This is an optimization exercise on Yosys and OpenROAD, whose aim is small area, not a production implementation.
The RTL was checked by simulation tests, not by an equivalence proof against the original design.
Power and IR drop assume default switching activity.

// shunt_correlator
module shunt_correlator (
    input  wire               clk,
    input  wire               rst,          
    input  wire               start,        
    input  wire        [3:0]  bin,          
    input  wire        [23:0] lead,         
    input  wire        [23:0] half,         
    input  wire               s_valid,
    input  wire signed [31:0] s_data,       
    output reg                done,
    output wire signed [63:0] a_i,
    output wire signed [63:0] a_q,
    output wire signed [63:0] b_i,
    output wire signed [63:0] b_q
);
export LEC_CHECK = 0
export ABC_AREA = 1
export CAP_MARGIN = 20
export CORE_MARGIN = 2
export CORE_UTILIZATION = 65
export PLACE_DENSITY = 0.75
export SLEW_MARGIN = 20
export SYNTH_MEMORY_MAX_BITS = 32768
create_clock -name core_clock -period 100.0 [get_ports {clk}]
standard.sh (not shown) runs the stock make flow with config.mk's settings and CLKGATE_MAP_FILE= SYNTH_SCRIPT=/design/flow/synth_recipe.tcl, a recipe that flattens the netlist after the stock synthesis.
==> flow/flow/run.sh <==
#!/bin/bash
# Standard ORFS layout (the standard.sh, standard synthesis unchanged), with
# placement and CTS choices changed:
#  - every input and output port still gets its own buffer, but a small
#    sky130_fd_sc_hd__buf_1 instead of the default delay-buffer cell;
#  - CTS uses fewer clock buffers, without dummy loads.
# Each tool's full output goes to a log file in this folder.
set -euo pipefail
export BUFFER_PORTS_ARGS="-buffer_cell sky130_fd_sc_hd__buf_1"
export CTS_ARGS="-sink_clustering_enable -repair_clock_nets -dont_use_dummy_load -buf_list sky130_fd_sc_hd__clkbuf_16 -sink_clustering_size 26 -sink_clustering_max_diameter 55"
bash standard.sh synth > synth.log 2>&1
bash standard.sh floorplan > floorplan.log 2>&1
bash standard.sh place > place.log 2>&1
bash standard.sh cts > cts.log 2>&1
bash standard.sh finish > finish.log 2>&1
Then changed:
==> flow/flow/run.sh (replaced) <==
#!/bin/bash
# Standard ORFS layout (the standard.sh, standard synthesis unchanged), with
# placement and CTS choices changed:
#  - every input and output port still gets its own buffer, but a small
#    sky130_fd_sc_hd__buf_1 instead of the default delay-buffer cell;
#  - CTS uses smaller clock buffers, without dummy loads.
# Each tool's full output goes to a log file in this folder.
set -euo pipefail
export BUFFER_PORTS_ARGS="-buffer_cell sky130_fd_sc_hd__buf_1"
export CTS_ARGS="-sink_clustering_enable -repair_clock_nets -dont_use_dummy_load -buf_list sky130_fd_sc_hd__clkbuf_8 -sink_clustering_size 16 -sink_clustering_max_diameter 40"
bash standard.sh synth > synth.log 2>&1
bash standard.sh floorplan > floorplan.log 2>&1
bash standard.sh place > place.log 2>&1
bash standard.sh cts > cts.log 2>&1
bash standard.sh finish > finish.log 2>&1
- CORE_UTILIZATION: 65 -> 40
- PLACE_DENSITY: 0.75 -> 0.6
The changed run went through all stages and came out clean.
Final cell count went up by 10%.
Critical path depth went up by 1.
Die area went up by 61%.
Area after synthesis is unchanged.
Total power went up by 2.1%.
Worst setup slack degrades by 0.59 ns.
Sequential power went up by about 2%.
Routed wire length went up by 3.7%.
Final area went up by 2.4%.
Then changed:
==> flow/flow/run.sh (replaced) <==
#!/bin/bash
# Standard ORFS layout (the standard.sh, standard synthesis unchanged), with
# placement and CTS choices changed:
#  - every input and output port still gets its own buffer, but a small
#    sky130_fd_sc_hd__buf_1 instead of the default delay-buffer cell;
#  - CTS uses fewer clock buffers, without dummy loads.
# Each tool's full output goes to a log file in this folder.
set -euo pipefail
export BUFFER_PORTS_ARGS="-buffer_cell sky130_fd_sc_hd__buf_1"
export CTS_ARGS="-sink_clustering_enable -repair_clock_nets -dont_use_dummy_load -buf_list sky130_fd_sc_hd__clkbuf_8 -sink_clustering_size 20 -sink_clustering_max_diameter 45"
bash standard.sh synth > synth.log 2>&1
bash standard.sh floorplan > floorplan.log 2>&1
bash standard.sh place > place.log 2>&1
bash standard.sh cts > cts.log 2>&1
bash standard.sh finish > finish.log 2>&1
- CORE_UTILIZATION: 40 -> 65
- PLACE_DENSITY: 0.6 -> 0.75
Effect:
- The changed run ran to the end with no violations
- design area shrinks by a few percent
- worst setup slack gains 0.68 ns
- sequential power drops slightly
- clock skew fell by 0.060 ns
- power decreases by a few percent
- fmax came out higher by a few percent
- non-clock buffer count climbs by 2
- global-route usage increases by 12 points
Then changed:
==> flow/flow/run.sh (replaced) <==
#!/bin/bash
# Standard ORFS layout (the standard.sh, standard synthesis unchanged), with
# placement and CTS choices changed:
#  - every input and output port still gets its own buffer, but a small
#    sky130_fd_sc_hd__buf_1 instead of the default delay-buffer cell;
#  - CTS uses smaller clock buffers, without dummy loads.
# Each tool's full output goes to a log file in this folder.
set -euo pipefail
export BUFFER_PORTS_ARGS="-buffer_cell sky130_fd_sc_hd__buf_1"
export CTS_ARGS="-sink_clustering_enable -repair_clock_nets -dont_use_dummy_load -buf_list "sky130_fd_sc_hd__clkbuf_4 sky130_fd_sc_hd__clkbuf_8""
bash standard.sh synth > synth.log 2>&1
bash standard.sh floorplan > floorplan.log 2>&1
bash standard.sh place > place.log 2>&1
bash standard.sh cts > cts.log 2>&1
bash standard.sh finish > finish.log 2>&1
- CORE_UTILIZATION: 65 -> 40
- PLACE_DENSITY: 0.75 -> 0.6
The new run ran to the end with no violations. Cell count increases by 12%. First-iteration DRC count decreases by about 16%. Total power grows by 4.5%. Setup slack loses 0.51 ns. Sequential power went up by about 2%. Global-route usage falls by 12 points. Clock skew rises by 0.071 ns. Non-clock buffer count decreases by 2. Final area grows by 2.8%.


## run 1
shunt_correlator, a different RTL version from the one above (not shown whole).
For scale: ~420 flip-flops, roughly 0.021 sq mm of cells after synthesis.
export LEC_CHECK = 0
export ABC_AREA = 1
export CAP_MARGIN = 20
export CORE_MARGIN = 2
export CORE_UTILIZATION = 65
export PLACE_DENSITY = 0.75
export SLEW_MARGIN = 20
export SYNTH_MEMORY_MAX_BITS = 32768
create_clock -name core_clock -period 100.0 [get_ports {clk}]
==> flow/flow/run.sh <==
#!/bin/bash
# Standard ORFS layout (the standard.sh, standard synthesis unchanged), with
# floorplan, placement and CTS choices changed:
#  - after floorplan, buffers that ABC added are removed and every logic cell
#    is swapped for the smallest cell of its family (flow/downsize.tcl); the
#    standard repair steps afterwards fix any slew, capacitance or timing need;
#  - every input and output port still gets its own buffer, but a small
#    sky130_fd_sc_hd__buf_1 instead of the default delay-buffer cell;
#  - CTS uses clkbuf_8 in sink clusters of up to 20, without dummy loads.
# Each tool's full output goes to a log file in this folder.
set -euo pipefail
here=$(pwd)
export REMOVE_ABC_BUFFERS=1
export POST_FLOORPLAN_TCL="$here/flow/downsize.tcl"
export BUFFER_PORTS_ARGS="-buffer_cell sky130_fd_sc_hd__buf_1"
export CTS_ARGS="-sink_clustering_enable -repair_clock_nets -dont_use_dummy_load -buf_list sky130_fd_sc_hd__clkbuf_4 -sink_clustering_buffer sky130_fd_sc_hd__clkbuf_8 -sink_clustering_size 20 -sink_clustering_max_diameter 45"
bash standard.sh synth > synth.log 2>&1
bash standard.sh floorplan > floorplan.log 2>&1
bash standard.sh place > place.log 2>&1
bash standard.sh cts > cts.log 2>&1
bash standard.sh finish > finish.log 2>&1
==> flow/flow/downsize.tcl <==
# Swap every logic cell for the smallest-area cell of the same family
# (same function, e.g. nand2_2 -> nand2_1); later repair steps resize
# anything that then misses a slew, capacitance or timing limit.
set dont_use [split $::env(DONT_USE_CELLS)]
set n_swapped 0
set saved 0.0
foreach inst [get_cells *] {
  set cell [get_property $inst ref_name]
  if {![regexp {^(sky130_fd_sc_hd__[a-z0-9]+)_([0-9]+)$} $cell -> base n]} { continue }
  set lc [get_lib_cells -quiet */$cell]
  if {$lc eq ""} { continue }
  set best $cell
  set best_area [get_property $lc area]
  foreach cand [get_lib_cells */${base}_*] {
    set cname [get_name $cand]
    if {![regexp "^${base}_\[0-9\]+\$" $cname]} { continue }
    if {[lsearch -exact $dont_use $cname] >= 0} { continue }
    set a [get_property $cand area]
    if {$a < $best_area} { set best $cname; set best_area $a }
  }
  if {$best ne $cell} {
    set saved [expr {$saved + [get_property $lc area] - $best_area}]
    replace_cell $inst $best
    incr n_swapped
  }
}
puts "downsize: swapped $n_swapped cells, [format %.1f $saved] um2 less"
The flow did not stop early for run 1: all stages ran, and the layout cleared the timing, design-rule and antenna checks.
Setup changes, run 1 to run 2
Settings: CORE_UTILIZATION now 80, was 65; PLACE_DENSITY now 0.88, was 0.75.
-- flow/flow/run.sh --
<<< run 1, line 16
export CTS_ARGS="-sink_clustering_enable -repair_clock_nets -dont_use_dummy_load -buf_list sky130_fd_sc_hd__clkbuf_4 -sink_clustering_buffer sky130_fd_sc_hd__clkbuf_8 -sink_clustering_size 20 -sink_clustering_max_diameter 45"
>>> run 2, line 16
export CTS_ARGS="-sink_clustering_enable -repair_clock_nets -dont_use_dummy_load -buf_list sky130_fd_sc_hd__clkbuf_8 -sink_clustering_size 20 -sink_clustering_max_diameter 45"
[summary]
Run 2 vs run 1, clock buffer count from CTS went down by 4. Delta (run 2 minus run 1): x dimension of the die -about 10%, estimated wirelength of the detail-placed design shows an increase of about 22%, number of placement rows fell 7, synthesized area has remained practically unchanged, CTS H-tree depth essentially unchanged. Status: run 2 FAILED at global routing (tool error).
Here is what was changed in the inputs of run 3 compared with run 2.
Settings: CORE_UTILIZATION now 65, was 80; PLACE_DENSITY now 0.75, was 0.88.
-- flow/flow/run.sh --
<<< run 2, line 16
export CTS_ARGS="-sink_clustering_enable -repair_clock_nets -dont_use_dummy_load -buf_list sky130_fd_sc_hd__clkbuf_8 -sink_clustering_size 20 -sink_clustering_max_diameter 45"
>>> run 3, line 16
export CTS_ARGS="-sink_clustering_enable -repair_clock_nets -dont_use_dummy_load -buf_list sky130_fd_sc_hd__clkbuf_4 -sink_clustering_size 12 -sink_clustering_max_diameter 35"
Results
NOTE post-place instance area run 2->run 3 increased slightly. Number of levels the H-tree was split into was lower in the run labelled run 2. Delta (run 3 minus run 2): cell area after synthesis comparable, worst slack at placement has increased. Run 2 → run 3: cell count after placement climbed 108; die outline height climbed 18 microns; share of synthesized area occupied by flip-flops and latches barely changed. The sole clean run among run 3 and run 2 is run 3.
What run 4 does differently from run 3 at the input level:
-- flow/flow/run.sh --
<<< run 3, line 16
export CTS_ARGS="-sink_clustering_enable -repair_clock_nets -dont_use_dummy_load -buf_list sky130_fd_sc_hd__clkbuf_4 -sink_clustering_size 12 -sink_clustering_max_diameter 35"
>>> run 4, line 16
export CTS_ARGS="-sink_clustering_enable -repair_clock_nets -dont_use_dummy_load -buf_list sky130_fd_sc_hd__clkbuf_8 -sink_clustering_size 20 -sink_clustering_max_diameter 45"
Results
- Diff run 3..run 4 | sequential share of the synthesized area | unchanged
- Run 4 vs run 3, total power draw went up by 1.3%.
- Via count of the first global-routing pass went down slightly going from run 3 to run 4.

separate check: timing with driven ports:
The results above use ideal ports. As a check the final layouts listed here were re-extracted and re-timed, cells and wires unchanged. Step 1: set_driving_cell puts a clkbuf_16 on clk and a buf_2 on each other input, an assumption about the parent block. Step 2 times the ports against the registers' clock, not the clock port: input delays grow and output delays shrink by t, the midpoint of the rising clock arrivals with the driver on. Slacks: no drivers / after step 1 / after step 2; pairs: no drivers / after step 1.
run	shift t [ns]	setup WS [ns]	worst setup path after step 2	latest minus earliest clock arrival (ns)	slew at the worst register clock pin (ns)
the first run of note 1	0.613	68.123 / 68.131 / 67.518	input to register	0.101 / 0.100	0.09 / 0.09
the second run of note 1	0.653	67.529 / 67.565 / 66.912	input to register	0.131 / 0.132	0.09 / 0.09
the third run of note 1	0.631	68.208 / 68.215 / 67.584	input to register	0.071 / 0.071	0.11 / 0.11
the fourth run of note 1	0.853	67.698 / 67.732 / 66.879	input to register	0.157 / 0.158	0.07 / 0.07
run 1	0.765	67.868 / 67.894 / 67.129	input to register	0.107 / 0.108	0.11 / 0.11
run 3	0.758	67.899 / 67.924 / 67.166	input to register	0.105 / 0.105	0.12 / 0.12
run 4	0.621	67.689 / 67.716 / 67.096	input to register	0.078 / 0.079	0.11 / 0.11
After both steps setup and hold are still met in every run listed. For the fourth run of note 1, which loses most, drivers alone change the setup slack by +0.034 ns; drivers and shift together by -0.819 ns.
